Source: an optimization exercise on an open RTL-to-GDS flow (aim: small area, a short achievable clock period and few clock cycles per item). Production flows keep margins and buffers that such runs may drop. In this exercise RTL edits were held to simulation tests only and were not proved equivalent to the original. No activity file was given, so power comes from the tool's default toggle rates.

==> flow/design.v <==
module glemi_alu (
    input  wire        clk,
    input  wire        rst,
    input  wire        in_valid,
    output wire        in_ready,
    input  wire [5:0]  in_fn,
    input  wire [31:0] in_a,
    input  wire [31:0] in_b,
    input  wire [3:0]  in_flags,
    output reg         out_valid,
    output reg  [31:0] out_rd,
    output wire [31:0] out_rr,
    output reg         out_wr_rd,
    output reg         out_wr_rr,
    output wire [3:0]  out_flags,
    output reg         out_dz,
    output reg         out_illegal
);
    localparam FN_ADD   = 6'h00, FN_ADC   = 6'h01, FN_SUB   = 6'h02, FN_SBC  = 6'h03;
    localparam FN_CMP   = 6'h04, FN_NEG   = 6'h05, FN_AND   = 6'h06, FN_OR   = 6'h07;
    localparam FN_XOR   = 6'h08, FN_ANDN  = 6'h09, FN_NOT   = 6'h0A, FN_TST  = 6'h0B;
    localparam FN_MOV   = 6'h0C;
    localparam FN_LSL   = 6'h10, FN_LSR   = 6'h11, FN_ASR   = 6'h12, FN_ROR  = 6'h13;
    localparam FN_MUL   = 6'h18, FN_MULHS = 6'h19, FN_MULHU = 6'h1A;
    localparam FN_DIVS  = 6'h1C, FN_DIVU  = 6'h1D;
    localparam FN_SEXTB = 6'h20, FN_SEXTH = 6'h21, FN_ZEXTB = 6'h22, FN_ZEXTH = 6'h23;
    localparam FN_CLZ   = 6'h24;
    localparam S_EX   = 0,    
               S_MUL  = 1,    
               S_MALN = 2,    
               S_DNB  = 3,    
               S_DCLZ = 4,    
               S_DP2  = 5,    
               S_DIT  = 6,    
               S_DNR  = 7,    
               S_DNQ  = 8,    
               S_N    = 9;
    localparam R_ADD = 0, R_AND = 1, R_OR = 2, R_XOR = 3, R_ANDN = 4, R_NOT = 5,
               R_MOV = 6, R_SH = 7, R_SEXTB = 8, R_SEXTH = 9, R_ZEXTB = 10,
               R_ZEXTH = 11, R_CLZ = 12, R_DIV = 13, R_N = 14;
    reg        v1;                
    reg [5:0]  fn1;
    reg [31:0] a1, b1;
    reg [3:0]  fl1;
    reg        mul1, div1;        
    reg        single1;           
    reg [R_N-1:0] rs1;            
    reg        nz1, wr1, ill1;    
    reg        ac_zx, ac_ya, ac_yh, ac_yinv, ac_cin1, ac_cinc;
    reg        bz1;
    reg [S_N-1:0] st;
    reg        rdy;               
    reg [4:0]  cnt;
    reg [3:0]  kreg;              
    reg [1:0]  mb_one, mb_two, mb_neg;    
    reg        dlast;             
    reg [4:0]  dsh;               
    reg        dsmall;            
    reg        qneg, rneg, dovf;
    reg [33:0] H;                 
    reg        nz_sel;
    reg [3:0]  fl_r;
    assign out_rr    = H[31:0];
    assign out_flags = {nz_sel ? out_rd[31] : fl_r[3],
                        nz_sel ? (out_rd == 32'd0) : fl_r[2],
                        fl_r[1:0]};
    wire fl_c = fl1[1];
    wire in_is_mul = (in_fn == FN_MUL) || (in_fn == FN_MULHS) || (in_fn == FN_MULHU);
    wire in_is_div = (in_fn == FN_DIVS) || (in_fn == FN_DIVU);
    wire in_d_abs  = (in_fn == FN_DIVS) && (in_a[31] || in_b[31]);
    wire in_bz     = (in_b == 32'd0);
    wire in_a8     = (in_a[31:7]  == {25{in_a[31]}});
    wire in_a16    = (in_a[31:15] == {17{in_a[31]}});
    wire in_b8     = (in_b[31:7]  == {25{in_b[31]}});
    wire in_b16    = (in_b[31:15] == {17{in_b[31]}});
    wire in_swap   = in_is_mul && ((in_a8 && !in_b8) || (in_a16 && !in_b16)) &&
                     !(in_fn == FN_MULHU && in_a[31]);
    reg [R_N-1:0] in_rs;
    reg           in_nz, in_wr, in_ill;
    always @(*) begin
        in_rs  = {R_N{1'b0}};
        in_nz  = 1'b1;
        in_wr  = 1'b1;
        in_ill = 1'b0;
        case (in_fn)
            FN_ADD, FN_ADC, FN_SUB, FN_SBC, FN_NEG: in_rs[R_ADD] = 1'b1;
            FN_CMP:   begin in_rs[R_ADD] = 1'b1; in_wr = 1'b0; end
            FN_AND:   in_rs[R_AND]  = 1'b1;
            FN_OR:    in_rs[R_OR]   = 1'b1;
            FN_XOR:   in_rs[R_XOR]  = 1'b1;
            FN_ANDN:  in_rs[R_ANDN] = 1'b1;
            FN_NOT:   in_rs[R_NOT]  = 1'b1;
            FN_TST:   begin in_rs[R_AND] = 1'b1; in_wr = 1'b0; end
            FN_MOV:   begin in_rs[R_MOV] = 1'b1; in_nz = 1'b0; end
            FN_LSL, FN_LSR, FN_ASR, FN_ROR: in_rs[R_SH] = 1'b1;
            FN_SEXTB: begin in_rs[R_SEXTB] = 1'b1; in_nz = 1'b0; end
            FN_SEXTH: begin in_rs[R_SEXTH] = 1'b1; in_nz = 1'b0; end
            FN_ZEXTB: begin in_rs[R_ZEXTB] = 1'b1; in_nz = 1'b0; end
            FN_ZEXTH: begin in_rs[R_ZEXTH] = 1'b1; in_nz = 1'b0; end
            FN_CLZ:   begin in_rs[R_CLZ]   = 1'b1; in_nz = 1'b0; end
            FN_DIVS, FN_DIVU: in_rs[R_DIV] = 1'b1;
            FN_MUL, FN_MULHS, FN_MULHU: ;
            default:  begin in_nz = 1'b0; in_wr = 1'b0; in_ill = 1'b1; end
        endcase
    end
    wire st_ex   = st[S_EX];
    wire st_mul  = st[S_MUL];
    wire st_maln = st[S_MALN];
    wire st_dnb  = st[S_DNB];
    wire st_dclz = st[S_DCLZ];
    wire st_dp2  = st[S_DP2];
    wire st_dit  = st[S_DIT];
    wire st_dnr  = st[S_DNR];
    wire st_dnq  = st[S_DNQ];
    wire d_sgn   = (fn1 == FN_DIVS);
    wire a_neg   = d_sgn & a1[31];
    wire b_neg   = d_sgn & b1[31];
    wire done_now = (st_ex   && single1) ||
                    st_maln ||
                    (st_dit  && dlast && !qneg && !rneg) ||
                    (st_dnr  && !qneg) ||
                    st_dnq;
    assign in_ready = rdy;
    wire take = in_valid && rdy;
    wire [31:0] add_x = ac_zx ? 32'd0 : a1;
    wire [31:0] add_y = ac_ya ? ~a1 : ac_yh ? ~H[31:0] : (b1 ^ {32{ac_yinv}});
    wire        add_cin = ac_cin1 | (ac_cinc & fl_c);
    wire [31:0] add_res;
    wire        add_c;
    glemi_pfx_add #(.W(32)) u_add (.x(add_x), .y(add_y), .ci(add_cin), .s(add_res), .co(add_c));
    wire        add_v   = (add_x[31] == add_y[31]) && (add_res[31] != add_x[31]);
    function [5:0] clz32(input [31:0] v);
        reg        z16, z8, z4, z2, z1;
        reg [15:0] h;
        reg [7:0]  q;
        reg [3:0]  n;
        reg [1:0]  p;
        begin
            z16 = ~|v[31:16];
            h   = z16 ? v[15:0] : v[31:16];
            z8  = ~|h[15:8];
            q   = z8 ? h[7:0] : h[15:8];
            z4  = ~|q[7:4];
            n   = z4 ? q[3:0] : q[7:4];
            z2  = ~|n[3:2];
            p   = z2 ? n[1:0] : n[3:2];
            z1  = ~p[1];
            clz32 = (v == 32'd0) ? 6'd32 : {1'b0, z16, z8, z4, z2, z1};
        end
    endfunction
    wire [5:0]  clz_a  = clz32(a1);
    wire [5:0]  clz_b  = clz32(b1);
    wire [4:0]  k5     = b1[4:0];
    wire        k_ge32 = |b1[31:5];
    wire        k_is32 = (b1 == 32'd32);
    wire [4:0]  m_s    = 5'd0 - {kreg[2:0], 2'b00};     
    wire        m_pb   = (fn1 == FN_MUL) || (kreg == 4'd9);  
    wire        sh_l   = (fn1[1:0] == 2'd0);            
    reg  [4:0]  t_amt, r_amt;
    reg  [31:0] r_p, r_q;
    always @(*) begin
        t_amt = k5;
        r_amt = sh_l ? (5'd0 - k5) : k5;
        r_p   = a1;
        r_q   = a1;
        if (st_maln) begin
            t_amt = m_s;
            r_amt = m_s;
            r_p   = m_pb ? b1 : H[31:0];
            r_q   = m_pb ? H[31:0] : {{31{H[33]}}, H[32]};
        end else if (st_dp2) begin
            t_amt = dsh;
            r_amt = 5'd0 - dsh;
            r_p   = b1;
            r_q   = b1;
        end
    end
    wire [31:0] tm  = 32'hFFFF_FFFF << t_amt;
    wire [31:0] r_x = (r_p & tm) | (r_q & ~tm);
    function [31:0] rotr32(input [31:0] v, input [4:0] s);
        reg [31:0] t;
        begin
            t = v;
            if (s[0]) t = {t[0],    t[31:1]};
            if (s[1]) t = {t[1:0],  t[31:2]};
            if (s[2]) t = {t[3:0],  t[31:4]};
            if (s[3]) t = {t[7:0],  t[31:8]};
            if (s[4]) t = {t[15:0], t[31:16]};
            rotr32 = t;
        end
    endfunction
    function [31:0] rev32(input [31:0] v);
        integer ri;
        begin
            for (ri = 0; ri < 32; ri = ri + 1)
                rev32[ri] = v[31 - ri];
        end
    endfunction
    wire [31:0] rot = rotr32(r_x, r_amt);
    reg [31:0] sh_res;
    reg        sh_c;
    always @(*) begin
        sh_res = rot;
        sh_c   = fl_c;
        case (fn1[1:0])
            2'd0: begin                                    
                sh_res = k_ge32 ? 32'd0 : (rot & tm);
                if (k_ge32)    sh_c = k_is32 & a1[0];
                else if (!bz1) sh_c = rot[0];
            end
            2'd1: begin                                    
                sh_res = k_ge32 ? 32'd0 : (rot & rev32(tm));
                if (k_ge32)    sh_c = k_is32 & a1[31];
                else if (!bz1) sh_c = rot[31];
            end
            2'd2: begin                                    
                sh_res = k_ge32 ? {32{a1[31]}} : ((rot & rev32(tm)) | ({32{a1[31]}} & ~rev32(tm)));
                if (k_ge32)    sh_c = a1[31];
                else if (!bz1) sh_c = rot[31];
            end
            default: begin                                 
                if (!bz1) sh_c = rot[31];
            end
        endcase
    end
    wire [31:0] dz_q  = (fn1 == FN_DIVU) ? 32'hFFFF_FFFF :
                        (a1[31] ? 32'h8000_0000 : 32'h7FFF_FFFF);
    wire [31:0] s_res =
        ({32{rs1[R_ADD]}}   & add_res) |
        ({32{rs1[R_AND]}}   & (a1 & b1)) |
        ({32{rs1[R_OR]}}    & (a1 | b1)) |
        ({32{rs1[R_XOR]}}   & (a1 ^ b1)) |
        ({32{rs1[R_ANDN]}}  & (a1 & ~b1)) |
        ({32{rs1[R_NOT]}}   & ~a1) |
        ({32{rs1[R_MOV]}}   & a1) |
        ({32{rs1[R_SH]}}    & sh_res) |
        ({32{rs1[R_SEXTB]}} & {{24{a1[7]}}, a1[7:0]}) |
        ({32{rs1[R_SEXTH]}} & {{16{a1[15]}}, a1[15:0]}) |
        ({32{rs1[R_ZEXTB]}} & {24'd0, a1[7:0]}) |
        ({32{rs1[R_ZEXTH]}} & {16'd0, a1[15:0]}) |
        ({32{rs1[R_CLZ]}}   & {26'd0, clz_a}) |
        ({32{rs1[R_DIV] & bz1}} & dz_q);
    wire [1:0]  s_cv  = rs1[R_ADD] ? {add_c, add_v} :
                        rs1[R_SH]  ? {sh_c, fl1[0]} :
                        rs1[R_DIV] ? {fl_c, 1'b0} : fl1[1:0];
    wire               m_sgn   = (fn1 != FN_MULHU);
    wire        [32:0] m_x     = {m_sgn & a1[31], a1};
    wire        [33:0] m_h     = st_ex ? 34'd0 : H;
    function [34:0] booth_pp(input [32:0] x, input one, input two, input neg);
        reg [34:0] t;
        begin
            t = one ? {x[32], x[32], x} : two ? {x[32], x, 1'b0} : 35'd0;
            booth_pp = neg ? ~t : t;                     
        end
    endfunction
    function [2:0] booth_dec(input [2:0] y);
        begin
            booth_dec[2] = y[1] ^ y[0];
            booth_dec[1] = (y[2] & ~y[1] & ~y[0]) | (~y[2] & y[1] & y[0]);
            booth_dec[0] = y[2] & ~(y[1] & y[0]);
        end
    endfunction
    wire               m_n0    = mb_neg[0];
    wire               m_n1    = mb_neg[1];
    wire        [34:0] m_p0    = booth_pp(m_x, mb_one[0], mb_two[0], mb_neg[0]);
    wire        [34:0] m_p1    = booth_pp(m_x, mb_one[1], mb_two[1], mb_neg[1]);
    wire        [37:0] m_o1    = {{4{m_h[33]}}, m_h};
    wire        [37:0] m_o2    = {{3{m_p0[34]}}, m_p0};
    wire        [37:0] m_o3    = {m_p1[34], m_p1, m_n1, m_n1};       
    wire        [37:0] m_cs_s  = m_o1 ^ m_o2 ^ m_o3;
    wire        [37:0] m_cs_c  = (m_o1 & m_o2) | (m_o1 & m_o3) | (m_o2 & m_o3);
    wire        [37:0] m_sum;
    wire               m_co_unused;
    glemi_pfx_add #(.W(38)) u_madd (.x(m_cs_s), .y({m_cs_c[36:0], m_n1}), .ci(m_n0),
                                    .s(m_sum), .co(m_co_unused));
    wire        [33:0] m_hn    = m_sum[37:4];
    wire [31:0] m_e    = b1 ^ {32{b1[31]}};
    wire [7:0]  m_ok;
    genvar gk;
    generate
        for (gk = 1; gk <= 8; gk = gk + 1) begin : g_mok
            if (gk == 8)
                assign m_ok[gk-1] = 1'b1;
            else
                assign m_ok[gk-1] = (m_e[31:4*gk-1] == 0);
        end
    endgenerate
    reg [3:0] m_k;
    integer mk;
    always @(*) begin
        m_k = 4'd8;
        for (mk = 7; mk >= 1; mk = mk - 1)
            if (m_ok[mk-1]) m_k = mk[3:0];
        if (!m_sgn && b1[31]) m_k = 4'd9;
    end
    wire        m_k1   = m_ok[0] && (m_sgn || !b1[31]);
    wire [34:0] m_w    = {H, b1[31]};
    reg         m_vf;
    integer vi;
    always @(*) begin
        m_vf = 1'b0;
        for (vi = 0; vi < 35; vi = vi + 1)
            if (vi >= 32 - 4 * kreg && m_w[vi] != H[33]) m_vf = 1'b1;
    end
    wire        d_ge     = add_c;                          
    wire [31:0] d_q      = {H[30:0], d_ge};
    wire [31:0] d_rem    = d_ge ? add_res : a1;
    wire in_single = !in_is_mul && (!in_is_div || in_bz || (!in_d_abs && (in_a < in_b)));
    wire mul_step  = v1 && ((st_ex && mul1) || st_mul);
    reg [S_N-1:0] st_nx;
    always @(*) begin
        st_nx = {S_N{1'b0}};
        case (1'b1)
            st_ex: begin
                if (mul1)
                    st_nx[m_k1 ? S_MALN : S_MUL] = 1'b1;
                else if (!single1)
                    st_nx[b_neg ? S_DNB : (a_neg ? S_DCLZ : S_DP2)] = 1'b1;
                else
                    st_nx[S_EX] = 1'b1;
            end
            st_mul:  st_nx[(cnt == 5'd1) ? S_MALN : S_MUL] = 1'b1;
            st_dnb:  st_nx[S_DCLZ] = 1'b1;
            st_dclz: st_nx[S_DP2] = 1'b1;
            st_dp2:  st_nx[dsmall ? (rneg ? S_DNR : S_DNQ) : S_DIT] = 1'b1;
            st_dit:  st_nx[dlast ? (rneg ? S_DNR : (qneg ? S_DNQ : S_EX)) : S_DIT] = 1'b1;
            st_dnr:  st_nx[qneg ? S_DNQ : S_EX] = 1'b1;
            default: st_nx[S_EX] = 1'b1;
        endcase
        if (!v1 || take) st_nx = {{(S_N-1){1'b0}}, 1'b1};
    end
    wire v1_nx     = take || (v1 && !done_now);
    wire single_nx = take ? in_single : single1;
    wire dlast_nx  = (st_dp2 && !dsmall) ? (dsh == 5'd0) : st_dit ? (cnt == 5'd1) : dlast;
    wire dset      = v1 && st_ex && div1 && !single1;      
    wire qneg_nx   = dset ? (d_sgn & (a1[31] ^ b1[31])) : qneg;
    wire rneg_nx   = dset ? a_neg : rneg;
    wire done_nx   = (st_nx[S_EX]  && single_nx) ||
                     st_nx[S_MALN] ||
                     (st_nx[S_DIT] && dlast_nx && !qneg_nx && !rneg_nx) ||
                     (st_nx[S_DNR] && !qneg_nx) ||
                     st_nx[S_DNQ];
    wire        mx_nx  = st_mul && (kreg == 4'd9) && (cnt == 5'd2);    
    wire [31:0] in_y   = in_swap ? in_a : in_b;
    wire [4:0]  nd     = take ? {in_y[3:0], 1'b0} :
                         mx_nx ? {4'd0, b1[3]} : b1[7:3];
    wire [2:0]  nd0    = booth_dec(nd[2:0]);
    wire [2:0]  nd1    = booth_dec(nd[4:2]);
    always @(posedge clk) begin
        if (rst) begin
            v1        <= 1'b0;
            st        <= {{(S_N-1){1'b0}}, 1'b1};
            rdy       <= 1'b1;
            out_valid <= 1'b0;
        end else begin
            v1        <= v1_nx;
            st        <= st_nx;
            rdy       <= !v1_nx || done_nx;
            out_valid <= v1 && done_now;
        end
    end
    always @(posedge clk) begin
        if (take) begin
            ac_zx   <= (in_fn == FN_NEG) || in_is_div;
            ac_ya   <= (in_fn == FN_NEG) || in_is_div;
            ac_yh   <= 1'b0;
            ac_yinv <= (in_fn == FN_SUB) || (in_fn == FN_CMP) || (in_fn == FN_SBC);
            ac_cin1 <= (in_fn == FN_NEG) || in_is_div || (in_fn == FN_SUB) || (in_fn == FN_CMP);
            ac_cinc <= (in_fn == FN_ADC) || (in_fn == FN_SBC);
        end else begin
            ac_zx   <= st_nx[S_DNB] || st_nx[S_DNR] || st_nx[S_DNQ];
            ac_ya   <= st_nx[S_DNR];
            ac_yh   <= st_nx[S_DNQ];
            ac_yinv <= st_nx[S_DIT] || st_nx[S_DNB];
            ac_cin1 <= 1'b1;
            ac_cinc <= 1'b0;
        end
    end
    always @(posedge clk) begin
        if (take || mul_step) begin
            mb_one <= {nd1[2], nd0[2]};
            mb_two <= {nd1[1], nd0[1]};
            mb_neg <= {nd1[0], nd0[0]};
        end
        if (st_ex && mul1) begin
            kreg <= m_k;
            cnt  <= {1'b0, m_k} - 5'd1;
        end else if (st_mul) begin
            cnt  <= cnt - 5'd1;
        end else if (st_dp2) begin
            cnt  <= dsh;
        end else if (st_dit) begin
            cnt  <= cnt - 5'd1;
        end
        dlast <= dlast_nx;
        qneg  <= qneg_nx;
        rneg  <= rneg_nx;
        if (dset)
            dovf <= d_sgn & (a1 == 32'h8000_0000) & (b1 == 32'hFFFF_FFFF);
        if ((st_ex && div1) || st_dclz) begin
            dsh    <= clz_b[4:0] - clz_a[4:0];
            dsmall <= (clz_b < clz_a);
        end
    end
    always @(posedge clk) begin
        if (take) begin
            fn1     <= in_fn;
            a1      <= in_swap ? in_b : in_a;
            b1      <= in_swap ? in_a : in_b;
            fl1     <= in_flags;
            mul1    <= in_is_mul;
            div1    <= in_is_div;
            single1 <= in_single;
            rs1     <= in_rs;
            nz1     <= in_nz;
            wr1     <= in_wr;
            ill1    <= in_ill;
            bz1     <= in_bz;
        end else begin
            if (mul_step)
                b1 <= {m_sum[3:0], b1[31:4]};
            if (dset && a_neg)
                a1 <= add_res;
            if (st_dnb)
                b1 <= add_res;
            if (st_dp2 && !dsmall)
                b1 <= rot & tm;
            if (st_dit) begin
                a1 <= d_rem;
                b1 <= {1'b0, b1[31:1]};
            end
            if (st_dnr && qneg)
                a1 <= add_res;
        end
    end
    always @(posedge clk) begin
        if (mul_step)
            H <= m_hn;
        else if (st_dp2)
            H <= 34'd0;
        else if (st_dit)
            H <= {2'b00, (dlast && !qneg && !rneg) ? d_rem : d_q};
        else if (st_dnr && !qneg)
            H <= {2'b00, add_res};
        else if (st_dnq || (v1 && st_ex && div1 && single1))
            H <= {2'b00, a1};
    end
    always @(posedge clk) begin
        out_rd <= ({32{st_ex}}   & s_res) |
                  ({32{st_maln}} & rot) |
                  ({32{st_dit}}  & d_q) |
                  ({32{st_dnr}}  & H[31:0]) |
                  ({32{st_dnq}}  & add_res);
        if (st_ex) begin
            out_wr_rd   <= wr1;
            out_wr_rr   <= div1;
            nz_sel      <= nz1;
            fl_r        <= {fl1[3:2], s_cv};
            out_dz      <= div1 & bz1;
            out_illegal <= ill1;
        end else begin
            out_wr_rd   <= 1'b1;
            out_wr_rr   <= !st_maln;
            nz_sel      <= 1'b1;
            fl_r        <= {2'b00, fl_c, st_maln ? ((fn1 == FN_MUL) ? m_vf : fl1[0]) : dovf};
            out_dz      <= 1'b0;
            out_illegal <= 1'b0;
        end
    end
endmodule
module glemi_pfx_add #(parameter W = 32) (
    input  wire [W-1:0] x,
    input  wire [W-1:0] y,
    input  wire         ci,
    output wire [W-1:0] s,
    output wire         co
);
    wire [W-1:0] p = x ^ y;
    wire [W-1:0] g0 = (x & y) | {{(W-1){1'b0}}, p[0] & ci};
    localparam L = (W <= 2) ? 1 : (W <= 4) ? 2 : (W <= 8) ? 3 : (W <= 16) ? 4 : (W <= 32) ? 5 : 6;
    wire [W-1:0] gg [0:L];
    wire [W-1:0] pp [0:L];
    assign gg[0] = g0;
    assign pp[0] = p;
    genvar lv, bi;
    generate
        for (lv = 0; lv < L; lv = lv + 1) begin : g_lv
            for (bi = 0; bi < W; bi = bi + 1) begin : g_bi
                if ((bi >> lv) & 1) begin : g_comb
                    localparam integer J = ((bi >> lv) << lv) - 1;
                    assign gg[lv+1][bi] = gg[lv][bi] | (pp[lv][bi] & gg[lv][J]);
                    assign pp[lv+1][bi] = pp[lv][bi] & pp[lv][J];
                end else begin : g_pass
                    assign gg[lv+1][bi] = gg[lv][bi];
                    assign pp[lv+1][bi] = pp[lv][bi];
                end
            end
        end
    endgenerate
    wire [W:0] c = {gg[L], ci};
    assign s  = p ^ c[W-1:0];
    assign co = c[W];
endmodule
==> flow/run.sh <==
#!/bin/bash
# synth_recipe.tcl (not shown) runs the flow's synth.tcl, then flattens the netlist and writes it again
# the make line also repeats each setting of config.mk as NAME=value (left out here)
make -C /OpenROAD-flow-scripts/flow DESIGN_CONFIG=/design/flow/config.mk WORK_HOME=/design/flow/orfs CLKGATE_MAP_FILE= SYNTH_SCRIPT=/design/flow/synth_recipe.tcl finish
==> flow/config.mk <==
export PLATFORM = sky130hd
export DESIGN_NAME = glemi_alu
export DESIGN_NICKNAME = glemi_alu
export VERILOG_FILES = /design/flow/design.v
export SDC_FILE = /design/flow/constraint.sdc
export NUM_CORES = 4
export LEC_CHECK = 0
export CAP_MARGIN = 20
export CORE_MARGIN = 2
export CORE_UTILIZATION = 40
export SETUP_SLACK_MARGIN = 5
export SLEW_MARGIN = 20
==> flow/constraint.sdc <==
create_clock -name core_clock -period 11.0 [get_ports {clk}]
set_input_delay 2.2000 -clock core_clock [delete_from_list [all_inputs] [get_ports {clk}]]
set_output_delay 2.2000 -clock core_clock [all_outputs]
set_load 0.01 [all_outputs]
==> results.ini, run 1 <==
[finish]
num-nets-final = 4453
fin_area_um2 = 34800
area_growth_pct = 10.7
n_fill_cell = 8041
multi_input_area_um2 = 23200
instances_no_fill = 5186
drive_above_1_share = 0.0906
seq_area_um2 = 5780

[route]
antenna_left = 0
wl_per_cell_um = 39.6
firstDrtPassIters = 12
drcViolationCount = 0
routed_wl_mm = 205
drtIter0Drc = 6582
vias = 37572
vias_per_cell = 7.24

[global_routing]
antenna_found_initial = 33
grt_overflow_total = 0
grt_max_degree = 71
gr-usage-all-layers = 0.487
grt_pass1_vias = 33352
grt_pass1_wl_mm = 278

[clock_tree]
clock_sinks = 213
cts_resized = 0
tritoncts = yes
numCtsBuffers = 28
clk_latency_ns = 0.63
path_clk_slew_ns = 0.06
cts_max_level = 1
cts_hold_buf = 0
ctsRootBufferMaster = clkbuf_16
cts_setup_buffers = 0
cts_buffer_depth = 3

[sta]
hold_violations = 0
period_needed_ns = 6.04
layout_setup_ws_ns = 4.96
setup_viol = 0
fin_tns_setup_ns = 0
clock.fmax_ghz = 0.166
rsz0062_at_grt = no
slew_headroom = 0.0914
final-max-slew-violation-count = 0
finalClockSkew_ns = 0.0302
period_share = 0.549
tightest_slew_ns = 1.36

[power]
power_density_nw_per_um2 = 228
leakage_nw = 13.5
vdd_drop_max_mv = 0.180
power_w = 0.00793

[place]
dp.cells = 5115
gp_congestion = 1.16
post-place-ws_ns = 5.00
postPlaceCellArea_um2 = 33800
place.port_buffers = 150
hpwl_mm = 153

[worst_setup_path]
worst_setup_path_end_kind = flop
setup.worst_path.start_class = flop
worstPathMaxFanout = 24
worstSetupPathType = flop to flop
crit_end = b1[6]
startpoint = kreg[0]
r2r_cells = 12
crit_required_ns = 11.44
r2r_end = b1[6]
critPathArrivalTime_ns = 6.47
reg2reg_setup_slack_ns = 4.96
r2r-start = kreg[0]

[synth]
yosys-top-cells-count = nand2_1 (534), o21ai_0 (329), nor2_1 (300)
synthMostInstantiatedCell = nand2_1
syn_area_um2 = 31500
synth.area.top_cells = edfxtp_1 (14%), ha_1 (8.7%), nand2_1 (6.4%)
syn_area_per_cell_um2 = 7.56
syn_inst = 4159
yosysTopAreaCell = edfxtp_1
synth_warnings = 3
synth_top_area_frac = 0.143
ys_seq_area_frac = 0.183
synth_seq_cells = 213
ys.flop_type = edfxtp_1
syn-num-nets = 4504
ys_types = 124
synthArstFlopShare = 0
synth-edff-count = 150

[floorplan]
dieArea_um2 = 80900
die_w_um = 284
coreArea_um2 = 77600
die_h_um = 284
rows = 102
io_pins = 151
initial_core_util = 0.405

[status]
status = timing/DRC/antenna clean

[job]
max-cap-violations = 0

[hold_path]
hold_class = flop to flop

## report_power, final
group / switching [W] / internal, W / total (W)
registers: 0.000169 / 0.00104 / 0.00121
logic: 0.00401 / 0.00174 / 0.00576
clock network: 0.000420 / 0.000550 / 0.000970
## flip-flops by register name, summed over array words and instances (netlist names), 5 cells and up
register / flops
H: 34
a1: 32
b1: 32
out_rd: 32
rs1: 14
st: 9
fn1: 6
cnt: 5
dsh: 5
## metrics by stage
step	hold WS [ns]	utilization
floorplan	0.401	-
global placement	0.405	0.435
detailed placement	0.412	0.435
CTS	0.426	0.447
global route	0.441	0.448
finish	0.423	0.449
## worst min-delay path by stage
stage | cells after the start | end | slack (ns) | from
after floorplan | 1 | nz_sel | 0.40 | nz1
after global routing | 1 | out_wr_rd | 0.44 | wr1
final | 1 | out_wr_rd | 0.42 | wr1
after global placement | 1 | out_wr_rd | 0.41 | wr1
after detailed placement | 1 | out_wr_rd | 0.41 | wr1
after CTS | 1 | out_wr_rd | 0.43 | wr1
## layout make-up
type	instances	area share
Multi-Input combinational cell	3359	0.667
Sequential cell	213	0.166
Timing Repair Buffer	333	0.0830
Tap cell	1040	0.0374
Clock buffer	43	0.0241
Inverter	173	0.0188
Clock inverter	9	0.00295
Antenna cell	16	0.00115
## worst max-delay path, cell delays in order (launching register included)
cell,delay (ns)
edfxtp_1,0.36
buf_4,0.20
inv_1,0.20
ha_1,0.47
xor2_4,0.41
a22oi_4,0.35
a21oi_2,0.99
o221ai_1,0.57
o21ai_0,0.34
nor3_1,0.14
o32ai_1,0.70
o211ai_1,0.64
a221oi_1,0.46
## placed cells by master (no fill, tap or decap), types with 60 or more instances in the layout
| master | Yosys | routed |
|---|---|---|
| a21oi_1 | 267 | 263 |
| xnor2_1 | 72 | 68 |
| inv_1 | 168 | 167 |
| o21ai_0 | 329 | 329 |
| clkdlybuf4s50_1 | 0 | 150 |
| nor2b_1 | 62 | 60 |
| edfxtp_1 | 150 | 150 |
| nand2_1 | 534 | 532 |
| nor3_1 | 80 | 80 |
| a211oi_1 | 70 | 69 |
| a31oi_1 | 81 | 80 |
| o211ai_1 | 102 | 102 |
| xor2_1 | 91 | 91 |
| nand3_1 | 84 | 83 |
| nor2_1 | 300 | 299 |
| buf_4 | 52 | 179 |
| ha_1 | 219 | 219 |
| mux2i_1 | 129 | 129 |
## cells by family (layout without fill, tap and decap cells)
logic type / Yosys count / after routing / share of synthesized area
adders and majority gates: 269 / 269 / 0.119
and+or+nand+nor: 1338 / 1338 / 0.199
DFF: 213 / 213 / 0.183
muxes: 169 / 169 / 0.0580
other: 0 / 16 / 0
buffers and inverters: 587 / 558 / 0.0830
AOI/OAI and AO/OA: 1419 / 1419 / 0.312
xor gates and xnor gates: 164 / 164 / 0.0463
## routing by layer
metal / vias up / GRT usage / routed length (um)
met5: - / 0 / 181
met4: 26 / 0.373 / 20700
met3: 938 / 0.194 / 31100
met2: 3295 / 0.654 / 77700
met1: 17962 / 0.616 / 75800
li1: 15351 / - / -
Testbench counts, summed over its fixed seeds: cycles 44,555, ops 24,000.
==> inputs of run 2 (changes only) <==
--- a/flow/config.mk
+++ b/flow/config.mk
@@ -7,5 +7,6 @@
 export LEC_CHECK = 0
+export ABC_AREA = 1
 export CAP_MARGIN = 20
 export CORE_MARGIN = 2
-export CORE_UTILIZATION = 40
+export CORE_UTILIZATION = 70
 export SETUP_SLACK_MARGIN = 5
==> results.ini, run 2 <==
[clock_tree]
ctsRootBufferMaster = clkbuf_16
clock_sinks = 213
cts_max_level = 1
cts_hold_buf = 0
cts_buffer_depth = 3
cts_setup_buffers = 0
cts_resized = 0
numCtsBuffers = 27

[synth]
synth_top_area_frac = 0.149
yosys-top-cells-count = nand2_1 (982), o21ai_0 (579), nand3_1 (472)
syn_inst = 4733
synth-edff-count = 150
synthArstFlopShare = 0
syn-num-nets = 5078
ys_types = 74
yosysTopAreaCell = edfxtp_1
synth_warnings = 3
synth_seq_cells = 213
syn_area_um2 = 30200
synthMostInstantiatedCell = nand2_1
synth.area.top_cells = edfxtp_1 (15%), nand2_1 (12%), o21ai_0 (9.6%)
ys.flop_type = edfxtp_1
ys_seq_area_frac = 0.191
syn_area_per_cell_um2 = 6.37

[status]
error = [ERROR GRT-0183] Net _1217_: the 3D maze router ran out of legal paths (heap underflow) - the net is boxed in by local congestion or blockages.
haltStage = global routing
status = stopped before the end

[floorplan]
die_w_um = 212
io_pins = 151
rows = 76
initial_core_util = 0.705
die_h_um = 212

[place]
place.port_buffers = 150
postPlaceCellArea_um2 = 31400
hpwl_mm = 116
gp_congestion = 1.42
post-place-ws_ns = 5.52

[global_routing]
grt_max_degree = 85

## run 2: cell types whose count changed after synthesis, moves of 62 or more
cell	previous run	this run
mux2i_1	129	0
inv_1	168	461
nand3_1	84	472
a31oi_1	81	13
nor2b_1	62	0
nand2_1	534	982
o21ai_0	329	579
## run 2: through the flow
stage	utilization	instances
2_1_floorplan	-	4733
3_3_place_gp	0.733	5174
3_5_place_dp	0.733	5174
4_1_cts	0.754	5223
## run 2: power groups by stage
| stage | combinational, W | sequential (W) | clock [W] |
|---|---|---|---|
| 2_1_floorplan | 0.00278 | 0.00118 | 0 |
| 3_3_place_gp | 0.00407 | 0.00132 | 0 |
| 3_5_place_dp | 0.00414 | 0.00132 | 0 |
| 4_1_cts | 0.00418 | 0.00131 | 0.000927 |
## run 2: cells by family after synthesis
family,share of synthesized area
AOI/OAI and AO/OA,0.251
adders and majority gates,0.123
and+or+nand+nor,0.296
DFF,0.191
buffers and inverters,0.113
xor gates and xnor gates,0.0258
## run 2: how the worst max path moves through the flow
stage                         start  slack [ns]  depth (start not counted)         end
after floorplan           mb_neg[0]        6.82                         23       H[29]
after global placement        ac_yh        5.68                         24  out_rd[28]
after detailed placement   in_fn[1]        5.52                         13   mb_two[0]
after CTS                     ac_yh        5.56                         24  out_rd[28]
==> inputs of run 3 (changes only) <==
--- a/flow/design.v
+++ b/flow/design.v
@@ -57,2 +57,4 @@
     reg [4:0]  dsh;               
+    reg [4:0]  ta_r, ra_r;        
+    reg        mpb_r;             
     reg        dsmall;            
@@ -155,10 +157,7 @@
     wire        k_is32 = (b1 == 32'd32);
-    wire [4:0]  m_s    = 5'd0 - {kreg[2:0], 2'b00};     
-    wire        m_pb   = (fn1 == FN_MUL) || (kreg == 4'd9);  
     wire        sh_l   = (fn1[1:0] == 2'd0);            
-    reg  [4:0]  t_amt, r_amt;
+    wire [4:0]  t_amt  = ta_r;
+    wire [4:0]  r_amt  = ra_r;
     reg  [31:0] r_p, r_q;
     always @(*) begin
-        t_amt = k5;
-        r_amt = sh_l ? (5'd0 - k5) : k5;
         r_p   = a1;
@@ -166,9 +165,5 @@
         if (st_maln) begin
-            t_amt = m_s;
-            r_amt = m_s;
-            r_p   = m_pb ? b1 : H[31:0];
-            r_q   = m_pb ? H[31:0] : {{31{H[33]}}, H[32]};
+            r_p   = mpb_r ? b1 : H[31:0];
+            r_q   = mpb_r ? H[31:0] : {{31{H[33]}}, H[32]};
         end else if (st_dp2) begin
-            t_amt = dsh;
-            r_amt = 5'd0 - dsh;
             r_p   = b1;
@@ -343,7 +338,9 @@
     wire        mx_nx  = st_mul && (kreg == 4'd9) && (cnt == 5'd2);    
-    wire [31:0] in_y   = in_swap ? in_a : in_b;
-    wire [4:0]  nd     = take ? {in_y[3:0], 1'b0} :
-                         mx_nx ? {4'd0, b1[3]} : b1[7:3];
-    wire [2:0]  nd0    = booth_dec(nd[2:0]);
-    wire [2:0]  nd1    = booth_dec(nd[4:2]);
+    wire [4:0]  nd     = mx_nx ? {4'd0, b1[3]} : b1[7:3];
+    wire [2:0]  nda0   = booth_dec({in_a[1:0], 1'b0});
+    wire [2:0]  nda1   = booth_dec(in_a[3:1]);
+    wire [2:0]  ndb0   = booth_dec({in_b[1:0], 1'b0});
+    wire [2:0]  ndb1   = booth_dec(in_b[3:1]);
+    wire [2:0]  nd0    = take ? (in_swap ? nda0 : ndb0) : booth_dec(nd[2:0]);
+    wire [2:0]  nd1    = take ? (in_swap ? nda1 : ndb1) : booth_dec(nd[4:2]);
     always @(posedge clk) begin
@@ -403,2 +400,13 @@
         end
+        if (take) begin
+            ta_r <= in_b[4:0];
+            ra_r <= (in_fn[1:0] == 2'd0) ? (5'd0 - in_b[4:0]) : in_b[4:0];
+        end else if (st_ex && mul1) begin
+            ta_r  <= 5'd0 - {m_k[2:0], 2'b00};           
+            ra_r  <= 5'd0 - {m_k[2:0], 2'b00};
+            mpb_r <= (fn1 == FN_MUL) || (m_k == 4'd9);
+        end else if ((st_ex && div1) || st_dclz) begin
+            ta_r <= clz_b[4:0] - clz_a[4:0];
+            ra_r <= clz_a[4:0] - clz_b[4:0];
+        end
     end
@@ -427,6 +435,6 @@
                 b1 <= rot & tm;
-            if (st_dit) begin
-                a1 <= d_rem;
+            if (st_dit && d_ge)
+                a1 <= add_res;
+            if (st_dit)
                 b1 <= {1'b0, b1[31:1]};
-            end
             if (st_dnr && qneg)
--- a/flow/config.mk
+++ b/flow/config.mk
@@ -10,3 +10,3 @@
 export CORE_MARGIN = 2
-export CORE_UTILIZATION = 70
+export CORE_UTILIZATION = 55
 export SETUP_SLACK_MARGIN = 5
==> results.ini, run 3 <==
[status]
status = timing/DRC/antenna clean

[synth]
syn_area_per_cell_um2 = 6.30
syn_inst = 4875
ys.flop_type = edfxtp_1
synth-edff-count = 160
synthArstFlopShare = 0
synthMostInstantiatedCell = nand2_1
ys_seq_area_frac = 0.198
syn-num-nets = 5228
yosysTopAreaCell = edfxtp_1
ys_types = 68
synth.area.top_cells = edfxtp_1 (16%), nand2_1 (14%), nand3_1 (9.5%)
synth_seq_cells = 223
synth_top_area_frac = 0.156
syn_area_um2 = 30700
synth_warnings = 3
yosys-top-cells-count = nand2_1 (1135), nand3_1 (585), o21ai_0 (487)

[finish]
largest_reg_flops = 34
final_common_cell = nand2_1
largest-register = H
instances_no_fill = 5595
final_cell_mix = nand2_1 (1133), nand3_1 (585), o21ai_0 (487)
area_growth_pct = 8.37
num-nets-final = 5148
drive_above_1_share = 0.0473

[route]
vias = 40468
vias_per_cell = 7.23
routed_wl_mm = 181
drcViolationCount = 0
drtIter0Drc = 9526
firstDrtPassIters = 17
antenna_left = 0
wl_per_cell_um = 32.3

[sta]
tightest_slew_ns = 1.26
hold_violations = 0
period_needed_ns = 5.86
period_share = 0.532
finalClockSkew_ns = 0.0241
rsz0062_at_grt = no
clock.fmax_ghz = 0.171
final-max-slew-violation-count = 0
holdWs_ns = 0.435
slew_headroom = 0.148
setup_viol = 0
fin_tns_setup_ns = 0

[power]
p_int_w = 0.00306
leakage_nw = 14.9
power_density_nw_per_um2 = 233
clkPwrFrac = 0.131
power_w = 0.00777
p_seq_frac = 0.190
p_switching_w = 0.00471
vdd_drop_max_mv = 0.199
combPwrFrac = 0.679
p_sw_frac = 0.606

[global_routing]
grt_pass1_vias = 35419
grt_pass1_wl_mm = 253
busiest_layer = met2
grt_overflow_total = 0
grt_max_degree = 79
grtUsageMet2 = 0.789
gr-usage-all-layers = 0.616
antenna_found_initial = 36
grt.met3_usage = 0.410
gr-usage-met1 = 0.684

[floorplan]
die_h_um = 240
die_w_um = 240
dieArea_um2 = 57700
rows = 86
initial_core_util = 0.556
coreArea_um2 = 55200
io_pins = 151

[worst_setup_path]
r2r_cells = 23
cpPeakStageDelay_ns = 0.80
critPathArrivalTime_ns = 6.25
startpoint = mb_neg[1]
worst_setup_path_end_kind = flop
worstPathMaxFanout = 25
cpMostUsedCell = nand2_1
r2r-start = mb_neg[1]
setup.worst_path.start_class = flop
cp_cell_sequence = buf_4 > clkinv_1 > fa_1 > inv_1 > fa_1 > nand3_1 > nand2_1 > nand3_1 > nand2_1 > nand2_1 > nand2_1 > nand2_1 > nand2_1 > a21oi_1 > o21ai_0 > nand2_1 > nand2_1 > nand2_1 > nand2_1 > fa_1 > o21ai_0 > a21o_1 > nand2_1
worstSetupPathType = flop to flop
slowest_stage = clkinv_1
crit_required_ns = 11.40
r2r_end = H[29]
reg2reg_setup_slack_ns = 5.14

[place]
place.port_buffers = 150
gp_congestion = 1.23
hpwl_mm = 131
dp.cells = 5510

[hold_path]
min_to = out_wr_rd
hold_class = flop to flop
hold_path_depth = 1
min_from = wr1

[clock_tree]
clk_latency_ns = 0.65
cts_buffer_depth = 3
clock_sinks = 223
tritoncts = yes
numCtsBuffers = 29
ctsRootBufferMaster = clkbuf_16
cts_hold_buf = 0
path_clk_slew_ns = 0.07
cts_max_level = 1

[job]
max-cap-violations = 0

-- run 3: area by class of cell --
cell class              instances  area [um^2]
clock buffers                  32          768
repair buffers                219         2030
diodes                         30         75.1
clock inverters                21          195
flip-flops and latches        223         6070
well taps                     748          936
multi-input cells            3825        21300
inverters                     497         1870
fillers                      5379        21900
-- run 3: cell families after synthesis --
logic type | after synthesis | synth area share
AO/OA/AOI/OAI | 1193 | 0.223
adder cells (fa/ha/maj) | 276 | 0.125
XOR/XNOR | 96 | 0.0274
buffers and inverters | 827 | 0.110
multiplexers | 1 | 0.000326
AND/OR/NAND/NOR | 2259 | 0.317
flip-flops | 223 | 0.198
-- run 3: power by group through the flow --
stage / Clock (W) / Sequential, W / Combinational [W]
finish: 0.00101 / 0.00148 / 0.00528
floorplan: 0 / 0.00122 / 0.00310
detailed placement: 0 / 0.00142 / 0.00472
global route: 0.00102 / 0.00144 / 0.00547
CTS: 0.000992 / 0.00141 / 0.00475
global placement: 0 / 0.00142 / 0.00467
-- run 3: per-layer routing --
layer | part of all wire | routed length, um | up-vias
met2 | 0.35 | 64000 | 4233
met3 | 0.20 | 35800 | 1581
met5 | 0.0035 | 625 | -
li1 | - | - | 16546
met1 | 0.32 | 58000 | 18078
met4 | 0.12 | 22100 | 30
-- run 3: worst max path at each step --
stage	end	slack (ns)	depth (start not counted)
final	H[29]	5.14	23
after global routing	out_rd[16]	5.07	26
after CTS	b1[17]	5.46	26
after detailed placement	mb_neg[1]	5.27	13
after global placement	mb_neg[1]	5.32	13
after floorplan	a1[0]	6.02	27
-- run 3: repair_timing --
item | 4_1_cts | 5_1_grt
hold endpoints to repair | 0 | 0
setup buffers | 0 | 0
setup endpoints to repair | 0 | 3
resized for setup | 0 | 1
-- run 3: worst max-delay path: cells and delay by family (launching register included) --
family	cells	cell delay [ns]
compound gates	4	0.76
fa+ha+maj	3	1.68
buf+inv	3	1.33
flops	1	0.35
simple gates	13	1.46
-- run 3: metrics by stage --
| step | worst slack, ns | util | instance area, um^2 |
|---|---|---|---|
| 3_3_place_gp | 5.32 | 0.583 | 32200 |
| 5_1_grt | 5.07 | 0.602 | 33200 |
| 2_1_floorplan | 6.02 | - | 30700 |
| 4_1_cts | 5.46 | 0.601 | 33200 |
| 3_5_place_dp | 5.27 | 0.583 | 32200 |
| 6_report | 5.14 | 0.603 | 33300 |
Testbench counts of run 3, summed over its fixed seeds: cycles 44,555, ops 24,000.
==> inputs of run 4 (changes only) <==
==> flow/flow/run.sh (new file) <==
#!/bin/bash
set -e
export BUFFER_PORTS_ARGS="-buffer_cell sky130_fd_sc_hd__buf_1"
bash standard.sh > standard.log 2>&1
==> flow/standard.sh (new file) <==
#!/bin/bash
# synth_recipe.tcl (not shown) runs the flow's synth.tcl, then flattens the netlist and writes it again
# the make line also repeats each setting of config.mk as NAME=value (left out here)
make -C /OpenROAD-flow-scripts/flow DESIGN_CONFIG=/design/flow/config.mk WORK_HOME=/design/flow/orfs CLKGATE_MAP_FILE= SYNTH_SCRIPT=/design/flow/synth_recipe.tcl "${@:-finish}"
--- a/flow/config.mk
+++ b/flow/config.mk
@@ -10,3 +10,3 @@
 export CORE_MARGIN = 2
-export CORE_UTILIZATION = 55
+export CORE_UTILIZATION = 45
 export SETUP_SLACK_MARGIN = 5
removed: flow/run.sh
==> results.ini, run 4 <==
[status]
status = timing/DRC/antenna clean

[synth]
synthArstFlopShare = 0
ys_seq_area_frac = 0.198
ys.flop_type = edfxtp_1
synthMostInstantiatedCell = nand2_1
synth.area.top_cells = edfxtp_1 (16%), nand2_1 (14%), nand3_1 (9.5%)
syn-num-nets = 5228
synth-edff-count = 160
synth_seq_cells = 223
ys_types = 68
syn_inst = 4875
syn_area_um2 = 30700
synth_warnings = 3
syn_area_per_cell_um2 = 6.30
yosys-top-cells-count = nand2_1 (1135), nand3_1 (585), o21ai_0 (487)
yosysTopAreaCell = edfxtp_1
synth_top_area_frac = 0.156

[worst_setup_path]
worstSetupPathType = flop to flop
setup.worst_path.start_class = flop
worst_setup_path_end_kind = flop
crit_required_ns = 11.49
critPathArrivalTime_ns = 6.10
worstPathMaxFanout = 23

[power]
p_switching_w = 0.00476
vdd_drop_max_mv = 0.134
p_seq_frac = 0.179
power_density_nw_per_um2 = 240
p_sw_frac = 0.607
leakage_nw = 14.7
clkPwrFrac = 0.137
p_int_w = 0.00308
combPwrFrac = 0.684

[sta]
hold_violations = 0
final-max-slew-violation-count = 0
clock.fmax_ghz = 0.178
setup_viol = 0
period_share = 0.510
rsz0062_at_grt = no
period_needed_ns = 5.61
tightest_slew_ns = 1.27
finalClockSkew_ns = 0.0433
fin_tns_setup_ns = 0
slew_headroom = 0.149

[route]
wl_per_cell_um = 33.6
drtIter0Drc = 7508
antenna_left = 0
routed_wl_mm = 193
vias = 39212
drcViolationCount = 0
firstDrtPassIters = 12
vias_per_cell = 6.83

[global_routing]
gr-usage-all-layers = 0.533
grt_pass1_wl_mm = 266
gr-usage-met1 = 0.649
grtUsageMet2 = 0.708
grt.met3_usage = 0.257
grt_overflow_total = 0
grt_pass1_vias = 35020
grt_max_degree = 73
antenna_found_initial = 28
busiest_layer = met2

[finish]
num-nets-final = 5176
largest-register = H
final_cell_mix = nand2_1 (1133), nand3_1 (585), o21ai_0 (487)
fin_util = 0.485
instances_no_fill = 5738
final_common_cell = nand2_1
drive_above_1_share = 0.0518
largest_reg_flops = 34
area_growth_pct = 6.52

[clock_tree]
clock_sinks = 223
ctsRootBufferMaster = clkbuf_16
cts_setup_buffers = 0
cts_hold_buf = 0
clk_latency_ns = 0.66
path_clk_slew_ns = 0.06
cts_max_level = 1
cts_buffer_depth = 3
cts_resized = 0
numCtsBuffers = 29
tritoncts = yes

[job]
max-cap-violations = 0

[hold_path]
hold_class = flop to flop

[place]
hpwl_mm = 145
gp_congestion = 1.17
place.port_buffers = 150
dp.cells = 5665

[floorplan]
die_w_um = 265
io_pins = 151
coreArea_um2 = 67400
dieArea_um2 = 70300
initial_core_util = 0.456
rows = 95
die_h_um = 265

-- run 4: cell count changes in the layout (fill, tap and decap cells not counted), moves of 2 or more --
cell	previous run	this run
diode_2	30	19
o2111ai_2	2	0
bufinv_16	1	5
clkinv_1	20	22
o2111ai_1	21	23
clkbuf_4	2	0
clkdlybuf4s50_1	150	0
clkinv_4	4	1
inv_8	4	1
buf_4	66	97
buf_1	0	150
inv_4	4	1
clkinvlp_4	0	2
-- run 4: final cells by class --
type / count / area, um^2
Inverter: 497 / 1870
Fill cell: 7138 / 34700
Clock buffer: 31 / 753
Clock inverter: 23 / 272
Tap cell: 873 / 1090
Timing Repair Buffer: 247 / 1290
Antenna cell: 19 / 47.5
Multi-Input combinational cell: 3825 / 21300
Sequential cell: 223 / 6070
-- run 4: layer usage --
layer	share of wire	vias to the layer above
li1	-	16585
met1	0.36	17976
met2	0.37	3629
met3	0.17	1008
met4	0.10	14
met5	0.00078	-
-- run 4: logic make-up after synthesis --
| kind of cell | synth area share |
|---|---|
| adder cells (fa/ha/maj) | 0.125 |
| multiplexers | 0.000326 |
| AO/OA/AOI/OAI | 0.223 |
| flip-flops | 0.198 |
| AND/OR/NAND/NOR | 0.317 |
| XOR/XNOR | 0.0274 |
| buffers and inverters | 0.110 |
-- run 4: critical path, cell delays in order, from the launching register on --
cell and delay [ns]:
edfxtp_1 0.82, inv_2 0.27, nand2_1 1.00, nand2_1 0.11, nand2_1 0.10, nand2_1 0.25
nand2_1 0.24, nand3_1 0.16, nand3_1 0.16, nand3_1 0.09, nand2_1 0.14, o21ai_0 0.08
o21ai_0 0.87, nand3_1 0.43, nand3_1 0.42, o211ai_1 0.20, nand2_1 0.12
-- run 4: worst paths after layout --
kind                from      end  slack [ns]  cells after the start
setup reg to reg   H[33]   b1[14]        5.39                     16
hold / removal    fl1[3]  fl_r[3]        0.43                      2
setup / recovery   H[33]   b1[14]        5.39                     16
hold reg to reg   fl1[3]  fl_r[3]        0.43                      2
-- run 4: power by group through the flow --
stage | clock [W] | sequential, W | combinational [W]
after global placement | 0 | 0.00137 | 0.00492
final | 0.00107 | 0.00140 | 0.00536
after floorplan | 0 | 0.00122 | 0.00310
after global routing | 0.00109 | 0.00138 | 0.00558
after detailed placement | 0 | 0.00137 | 0.00493
after CTS | 0.00106 | 0.00136 | 0.00495
-- run 4: metrics by stage --
step | total power, W | area (um^2) | hold WS, ns | setup slack, ns
final | 0.00783 | 32700 | 0.430 | 5.39
after global routing | 0.00805 | 32700 | 0.451 | 5.14
after CTS | 0.00737 | 32700 | 0.431 | 5.74
after detailed placement | 0.00630 | 31600 | 0.420 | 5.61
after global placement | 0.00629 | 31600 | 0.411 | 5.59
after floorplan | 0.00432 | 30700 | 0.406 | 6.02
==> inputs of run 5 (changes only) <==
==> flow/flow/run.sh (replaced) <==
#!/bin/bash
set -e
export BUFFER_PORTS_ARGS="-buffer_cell sky130_fd_sc_hd__buf_1"
export SETUP_SLACK_MARGIN=6.5
bash standard.sh > standard.log 2>&1
--- a/flow/config.mk
+++ b/flow/config.mk
@@ -11,3 +11,2 @@
 export CORE_UTILIZATION = 45
-export SETUP_SLACK_MARGIN = 5
 export SLEW_MARGIN = 20
==> results.ini, run 5 <==
[route]
drcViolationCount = 0
wl_per_cell_um = 33.9
drtIter0Drc = 7900
antenna_left = 0
firstDrtPassIters = 17
vias = 40767
routed_wl_mm = 199
vias_per_cell = 6.92

[sta]
period_share = 0.423
setup_viol = 0
finalClockSkew_ns = 0.0501
period_needed_ns = 4.65
final-max-slew-violation-count = 0
slew_headroom = 0.0609
rsz0062_at_grt = yes
fin_tns_setup_ns = 0
tightest_slew_ns = 1.39
clock.fmax_ghz = 0.215
holdWs_ns = 0.425
hold_violations = 0

[power]
p_switching_w = 0.00503
combPwrFrac = 0.713
vdd_drop_max_mv = 0.143
power_density_nw_per_um2 = 239
p_sw_frac = 0.602
clkPwrFrac = 0.127
p_seq_frac = 0.160
leakage_nw = 15.6
p_int_w = 0.00333

[synth]
syn_area_per_cell_um2 = 6.30
yosysTopAreaCell = edfxtp_1
syn_inst = 4875
synth.area.top_cells = edfxtp_1 (16%), nand2_1 (14%), nand3_1 (9.5%)
ys_types = 68
synthArstFlopShare = 0
synthMostInstantiatedCell = nand2_1
syn-num-nets = 5228
synth_top_area_frac = 0.156
yosys-top-cells-count = nand2_1 (1135), nand3_1 (585), o21ai_0 (487)
ys_seq_area_frac = 0.198
synth-edff-count = 160
synth_warnings = 3
synth_seq_cells = 223
syn_area_um2 = 30700
ys.flop_type = edfxtp_1

[worst_setup_path]
crit_required_ns = 11.54
worstSetupPathType = flop to flop
critPathArrivalTime_ns = 5.19
setup.worst_path.start_class = flop
worstPathMaxFanout = 11
r2r_cells = 15
reg2reg_setup_slack_ns = 6.35
worst_setup_path_end_kind = flop

[place]
hpwl_mm = 146
gp_congestion = 1.13
place.port_buffers = 150
postPlaceCellArea_um2 = 31600
dp.cells = 5657

[finish]
fin_area_um2 = 34900
largest_reg_flops = 34
largest-register = H
drive_above_1_share = 0.107
num-nets-final = 5323
fin_util = 0.518
instances_no_fill = 5887
final_cell_mix = nand2_1 (1092), nand3_1 (571), o21ai_0 (460)
area_growth_pct = 13.8
final_common_cell = nand2_1

[floorplan]
initial_core_util = 0.456
die_w_um = 265
io_pins = 151
die_h_um = 265
coreArea_um2 = 67400
rows = 95
dieArea_um2 = 70300

[global_routing]
antenna_found_initial = 29
grt_max_degree = 75
grt_pass1_wl_mm = 269
grt_pass1_vias = 35642
grtUsageMet2 = 0.716
grt.met3_usage = 0.267
gr-usage-met1 = 0.651
gr-usage-all-layers = 0.539
grt_overflow_total = 0
busiest_layer = met2

[status]
status = timing/DRC/antenna clean

[clock_tree]
cts_max_level = 1
ctsRootBufferMaster = clkbuf_16
clock_sinks = 223
numCtsBuffers = 30
tritoncts = yes
clk_latency_ns = 0.67
cts_hold_buf = 0
cts_buffer_depth = 3
path_clk_slew_ns = 0.07

[job]
max-cap-violations = 0

[hold_path]
hold_path_depth = 2
hold_class = flop to flop

## run 5: cell type report
type | count | area [um^2]
clock inverter | 11 | 166
multi-input combinational | 3826 | 21900
timing repair buffer | 387 | 2760
timing repair inverter | 5 | 38.8
tap | 873 | 1090
inverter | 497 | 1990
fill | 6992 | 32500
sequential | 223 | 6090
clock buffer | 44 | 866
antenna | 21 | 52.6
## run 5: per-layer routing
| layer | routed length (um) | vias to the layer above |
|---|---|---|
| met5 | 331 | - |
| met1 | 69100 | 18714 |
| li1 | - | 16876 |
| met3 | 35800 | 1172 |
| met2 | 73200 | 3983 |
| met4 | 20900 | 22 |
## run 5: per-stage QoR
step | setup WS, ns | power (W)
global route | 6.30 | 0.00852
detailed placement | 5.33 | 0.00632
finish | 6.35 | 0.00835
floorplan | 6.38 | 0.00433
CTS | 6.38 | 0.00754
global placement | 5.38 | 0.00630
## run 5: cell families after synthesis
group | share of synthesized area
adder cells (fa/ha/maj) | 0.125
buffers and inverters | 0.110
AND/OR/NAND/NOR | 0.317
XOR/XNOR | 0.0274
AO/OA/AOI/OAI | 0.223
multiplexers | 0.000326
flip-flops | 0.198
## run 5: final timing paths
kind / start / end
hold / removal: fl1[2] / fl_r[2]
setup reg to reg: a1[25] / out_rd[25]
hold reg to reg: fl1[2] / fl_r[2]
setup / recovery: a1[25] / out_rd[25]
## run 5: repair_timing
item                                    4_1_cts  5_1_grt
resized for setup                           100      160
cloned                                        6        6
endpoints found under the setup margin      135      141
pin swaps                                     7       46
setup buffers                                65       77
## run 5: power groups by stage
| stage | logic (W) | registers [W] | clock network (W) |
|---|---|---|---|
| 3_5_place_dp | 0.00492 | 0.00140 | 0 |
| 3_3_place_gp | 0.00491 | 0.00140 | 0 |
| 2_1_floorplan | 0.00310 | 0.00122 | 0 |
| 5_1_grt | 0.00611 | 0.00132 | 0.00108 |
| 6_report | 0.00596 | 0.00133 | 0.00106 |
| 4_1_cts | 0.00515 | 0.00134 | 0.00105 |
## run 5: critical path, stage by stage, from the launching register on
cell,delay [ns]
edfxtp_1,0.32
buf_4,0.22
inv_1,0.26
o21ai_0,1.15
nand2_1,0.26
nand2_1,0.16
nand3_1,0.10
nand3_1,0.12
nand3_1,0.11
nand3_1,0.17
nand3_1,0.09
nand2_1,0.42
nand3_1,0.12
a21oi_1,0.68
o21ai_1,0.16
nand2_1,0.18
==> inputs of run 6 (changes only) <==
==> flow/flow/run.sh (replaced) <==
#!/bin/bash
set -e
export BUFFER_PORTS_ARGS="-buffer_cell sky130_fd_sc_hd__buf_1"
export SETUP_SLACK_MARGIN=6.25
bash standard.sh > standard.log 2>&1
==> results.ini, run 6 <==
[status]
status = timing/DRC/antenna clean

[global_routing]
grt_pass1_vias = 34452
gr-usage-all-layers = 0.522
antenna_found_initial = 22
grt_pass1_wl_mm = 261
grt_max_degree = 80
grt_overflow_total = 0

[hold_path]
hold_class = flop to flop

[route]
vias_per_cell = 6.78
vias = 39587
drcViolationCount = 0
routed_wl_mm = 192
firstDrtPassIters = 9
antenna_left = 0
wl_per_cell_um = 32.8
drtIter0Drc = 7295

[finish]
fin_util = 0.504
final_cell_mix = nand2_1 (1123), nand3_1 (583), o21ai_0 (475)
num-nets-final = 5273
largest-register = H
drive_above_1_share = 0.0817
n_fill_cell = 7095
largest_reg_flops = 34
final_common_cell = nand2_1
fin_area_um2 = 34000
area_growth_pct = 10.6

[synth]
synth_top_area_frac = 0.156
synth_seq_cells = 223
synth_warnings = 3
synth.area.top_cells = edfxtp_1 (16%), nand2_1 (14%), nand3_1 (9.5%)
synthArstFlopShare = 0
yosys-top-cells-count = nand2_1 (1135), nand3_1 (585), o21ai_0 (487)
ys.flop_type = edfxtp_1
syn_area_per_cell_um2 = 6.30
syn_area_um2 = 30700
syn_inst = 4875
yosysTopAreaCell = edfxtp_1
synth_mux_area_frac = 0.000326
synthMostInstantiatedCell = nand2_1
yosys.area_share.adder = 0.125
ys_types = 68
synth-simple-area-share = 0.317
syn-num-nets = 5228
synth_xor_area_frac = 0.0274
synth_compound_area_frac = 0.223
synth-edff-count = 160
synth_top_family_by_area = simple AND/OR/NAND/NOR gates
ys_seq_area_frac = 0.198

[power]
power_density_nw_per_um2 = 236
leakage_nw = 15.2
vdd_drop_max_mv = 0.157

[sta]
finalClockSkew_ns = 0.0388
slew_headroom = 0.234
setup_viol = 0
rsz0062_at_grt = no
fin_tns_setup_ns = 0
period_share = 0.447
tightest_slew_ns = 1.14
hold_violations = 0
period_needed_ns = 4.91
final-max-slew-violation-count = 0
clock.fmax_ghz = 0.203

[floorplan]
dieArea_um2 = 70300
io_pins = 151
die_w_um = 265
die_h_um = 265
coreArea_um2 = 67400
initial_core_util = 0.456
rows = 95

[clock_tree]
path_clk_slew_ns = 0.06
tritoncts = yes
clk_latency_ns = 0.66
clock_sinks = 223
cts_buffer_depth = 3
numCtsBuffers = 30
cts_max_level = 1
ctsRootBufferMaster = clkbuf_16
cts_hold_buf = 0

[worst_setup_path]
worst_setup_path_end_kind = flop
setup.worst_path.start_class = flop
reg2reg_setup_slack_ns = 6.09
worstPathMaxFanout = 8
worstSetupPathType = flop to flop
crit_required_ns = 11.37
critPathArrivalTime_ns = 5.28

[place]
hpwl_mm = 143
gp_congestion = 1.16
postPlaceCellArea_um2 = 31700
place.port_buffers = 150

[job]
max-cap-violations = 0

## run 6: cell counts after synthesis
No cell type changed its count.
## run 6: layout make-up
cell class              instances  area (um^2)  share of cell area
diodes                         20         50.0             0.00147
clock buffers                  32          758              0.0223
clock inverters                24          313             0.00921
inverters                     497         1930              0.0568
multi-input cells            3825        21500               0.632
flip-flops and latches        223         6080               0.179
well taps                     873         1090              0.0322
repair buffers                341         2260              0.0665
repair inverters                2         15.0            0.000442
## run 6: routing by layer
metal | global-route usage | wire length (um) | up-vias
li1 | - | - | 16765
met1 | 0.653 | 68300 | 18263
met2 | 0.690 | 71200 | 3615
met3 | 0.239 | 33000 | 928
met4 | 0.394 | 18900 | 16
met5 | 0.0180 | 271 | -
## run 6: metrics by stage
step                      power [W]  setup WS, ns  cells  hold slack [ns]
after detailed placement    0.00622          5.61   5669            0.420
final                       0.00801          6.09   5837            0.425
after global routing        0.00826          6.20   5820            0.449
after global placement      0.00620          5.60   5669            0.414
after CTS                   0.00736          6.19   5740            0.428
after floorplan             0.00433          6.27   4875            0.406
## run 6: path summary, 6_finish.rpt
path / depth (start not counted) / endpoint / startpoint
hold reg to reg: 1 / out_wr_rr / st[2]
setup / recovery: 14 / b1[28] / ta_r[3]
setup reg to reg: 14 / b1[28] / ta_r[3]
hold / removal: 1 / out_wr_rr / st[2]
## run 6: power breakdown
part           internal, W  switching [W]  total [W]  leakage, nW
sequential         0.00110       0.000231    0.00133         2.09
combinational      0.00150        0.00407    0.00557         12.6
clock             0.000642       0.000467    0.00111        0.514
## run 6: critical path, stage by stage, from the launching register on
cell	delay (ns)
edfxtp_1	0.62
nand2_1	0.46
nand2_1	0.27
nor2_2	0.49
nand2_1	0.29
nand3_1	0.22
nand3_1	0.17
nand3_1	0.20
nand3_1	0.13
nand3_1	0.16
nand2_1	0.40
nand3_1	0.41
nand2_1	0.24
o21ai_0	0.44
nand2_1	0.09
## run 6: kinds of logic (layout without fill, tap and decap cells)
family          after synthesis  count (layout)
mux                           1               1
compound gates             1193            1193
other cells                   0              20
xor+xnor                     96              96
simple gates               2259            2259
flops                       223             223
fa+ha+maj                   276             276
buf+inv                     827             896
## run 6: what timing repair did
action / CTS / global route
setup buffers: 13 / 70
cloned: 2 / 5
gates resized for setup: 23 / 96
setup endpoints to repair: 66 / 107
pin swaps: 1 / 14
==> inputs of run 7 (changes only) <==
==> flow/flow/run.sh (replaced) <==
#!/bin/bash
set -e
export BUFFER_PORTS_ARGS="-buffer_cell sky130_fd_sc_hd__buf_1"
export SETUP_SLACK_MARGIN=6.75
bash standard.sh > standard.log 2>&1
==> results.ini, run 7 <==
[global_routing]
grt_pass1_wl_mm = 274
grt_overflow_total = 0
antenna_found_initial = 22
gr-usage-all-layers = 0.551
grt_pass1_vias = 35740
grt_max_degree = 80

[route]
firstDrtPassIters = 15
routed_wl_mm = 204
antenna_left = 0
wl_per_cell_um = 34.4
drcViolationCount = 0
vias = 41021
drtIter0Drc = 7673
vias_per_cell = 6.90

[power]
vdd_drop_max_mv = 0.194
leakage_nw = 16.3
power_density_nw_per_um2 = 246

[synth]
synth_xor_area_frac = 0.0274
synth_mux_area_frac = 0.000326
synth_compound_area_frac = 0.223
syn_area_um2 = 30700
yosysTopAreaCell = edfxtp_1
syn_inst = 4875
ys_seq_area_frac = 0.198
ys.flop_type = edfxtp_1
synth-edff-count = 160
syn-num-nets = 5228
synth.area.top_cells = edfxtp_1 (16%), nand2_1 (14%), nand3_1 (9.5%)
synth_top_family_by_area = simple AND/OR/NAND/NOR gates
synth_warnings = 3
synth-simple-area-share = 0.317
yosys.area_share.adder = 0.125
synthArstFlopShare = 0
ys_types = 68
synth_seq_cells = 223
syn_area_per_cell_um2 = 6.30
synthMostInstantiatedCell = nand2_1
yosys-top-cells-count = nand2_1 (1135), nand3_1 (585), o21ai_0 (487)
synth_top_area_frac = 0.156

[worst_setup_path]
critPathArrivalTime_ns = 5.06
worst_setup_path_end_kind = flop
r2r_end = b1[20]
cpMostUsedCell = nand3_1
setup.worst_path.start_class = flop
cp_cell_sequence = clkbuf_8 > nor2_1 > o21ai_1 > nand2_1 > nand2_1 > nand3_1 > nand3_1 > nand3_1 > nand3_1 > nand3_1 > nand2_1 > nand3_1 > nand3_2 > nand2_1 > nand2_1
crit_required_ns = 11.50
worstPathMaxFanout = 60
slowest_stage = nand3_1
worstSetupPathType = flop to flop
reg2reg_setup_slack_ns = 6.44
cpPeakStageDelay_ns = 0.72
r2r_cells = 15
r2r-start = mpb_r

[clock_tree]
path_clk_slew_ns = 0.07
cts_buffer_depth = 3
cts_max_level = 1
numCtsBuffers = 29
clock_sinks = 223
ctsRootBufferMaster = clkbuf_16
tritoncts = yes
clk_latency_ns = 0.66

[floorplan]
initial_core_util = 0.456
dieArea_um2 = 70300
io_pins = 151
die_w_um = 265
rows = 95
coreArea_um2 = 67400
die_h_um = 265

[finish]
final_cell_mix = nand2_1 (1032), nand3_1 (539), o21ai_0 (420)
multi_input_area_um2 = 23000
largest-register = H
seq_area_um2 = 6090
final_common_cell = nand2_1
drive_above_1_share = 0.154
area_growth_pct = 19.8
largest_reg_flops = 34
n_fill_cell = 6763
fin_util = 0.546
num-nets-final = 5384

[hold_path]
hold_path_depth = 1
min_to = out_wr_rd
min_from = wr1
hold_class = flop to flop

[job]
max-cap-violations = 0

[status]
status = timing/DRC/antenna clean

[sta]
rsz0062_at_grt = yes
period_needed_ns = 4.56
tightest_slew_ns = 1.30
fin_tns_setup_ns = 0
period_share = 0.414
finalClockSkew_ns = 0.0470
slew_headroom = 0.131
clock.fmax_ghz = 0.219
hold_violations = 0
setup_viol = 0
final-max-slew-violation-count = 0

[place]
hpwl_mm = 146
gp_congestion = 1.13
place.port_buffers = 150

run 7: cell types whose count changed in the layout (fill, tap and decap cells not counted), moves of 15 or more:
cell     previous run  this run
nand2_1          1123      1032
o21ai_2             4        22
nor2_1            340       325
a21oi_2             9        32
nand2_4             4        34
a21oi_1           332       302
o21ai_0           475       420
nand2_2            17        73
nand3_1           583       539
nand3_2             8        27
o21ai_1            57        92
nand3_4             1        26
buf_4             170       248
inv_1             430       405
run 7: cell type report:
type                       count  share of cell area
tap                          873              0.0297
antenna                       20             0.00136
clock buffer                  32              0.0206
timing repair buffer         447              0.0916
sequential                   223               0.165
inverter                     497              0.0560
clock inverter                22             0.00860
timing repair inverter         4             0.00102
multi-input combinational   3829               0.626
run 7: per-stage QoR:
step                      cells  hold WS, ns  setup WS [ns]  area, um^2  total power [W]
after floorplan            4875        0.406           6.38       30800          0.00433
after global placement     5656        0.410           5.61       31600          0.00629
after detailed placement   5656        0.419           5.63       31600          0.00630
after CTS                  5822        0.432           6.65       34500          0.00780
after global routing       5928        0.453           6.49       36700          0.00920
final                      5947        0.430           6.44       36800          0.00904
run 7: how the worst max path moves through the flow:
stage / endpoint / from / depth (start not counted)
after floorplan: a1[0] / ac_yinv / 27
after global placement: rdy / in_a[31] / 15
after detailed placement: out_rd[16] / ac_yinv / 28
after CTS: out_rd[16] / ac_yh / 29
after global routing: H[29] / mb_two[0] / 23
final: b1[20] / mpb_r / 15
run 7: cell families after synthesis:
logic type | Yosys count
AOI/OAI and AO/OA | 1193
xor gates and xnor gates | 96
adders and majority gates | 276
buffers and inverters | 827
DFF | 223
muxes | 1
and+or+nand+nor | 2259
run 7: layer usage:
layer,GRT usage,share of wire,vias to the layer above
met5,0.0125,0.0012,-
li1,-,-,17016
met1,0.668,0.35,18854
met3,0.286,0.18,1207
met2,0.729,0.37,3934
met4,0.414,0.11,10
run 7: timing repair:
action,in CTS,in global routing
setup endpoints to repair,196,182
hold buffers,0,0
pin swaps,38,129
gates resized for setup,223,372
buffers inserted,102,96
gates cloned,10,7
run 7: worst max-delay path: cells and delay by family, from the launching register on:
| family | cells | cell delay (ns) |
|---|---|---|
| and+or+nand+nor | 13 | 2.92 |
| AOI/OAI and AO/OA | 1 | 0.54 |
| buffers and inverters | 1 | 0.45 |
| DFF | 1 | 0.41 |
run 7: report_power, final:
part           internal [W]  total, W  leakage, nW  switching (W)
logic               0.00195   0.00662         13.7        0.00467
clock network      0.000664   0.00112        0.526       0.000453
registers           0.00110   0.00131         2.09       0.000209

-- port drivers added, routing unchanged --
In the flow no input, the clock included, has a driving cell. The finished layouts below were timed again as built, in two steps. Step 1, drivers: a clkbuf_16 drives clk and a buf_2 each remaining input, both assumed. Step 2 times the ports against the registers' clock, not the clock port: input delays grow and output delays shrink by t, the midpoint of the rising clock arrivals with the driver on. Three values: ideal, step 1, step 2; two values: the first two.
run | shift t [ns] | slack for setup (ns)
run 1 | 0.700 | 4.960 / 4.960 / 4.887
run 3 | 0.703 | 5.144 / 5.144 / 5.090
run 4 | 0.706 | 5.392 / 5.392 / 5.392
run 5 | 0.720 | 6.349 / 6.349 / 5.936
run 6 | 0.716 | 6.085 / 6.085 / 5.796
run 7 | 0.707 | 6.441 / 6.441 / 6.186
After both steps every run listed still meets setup and hold.
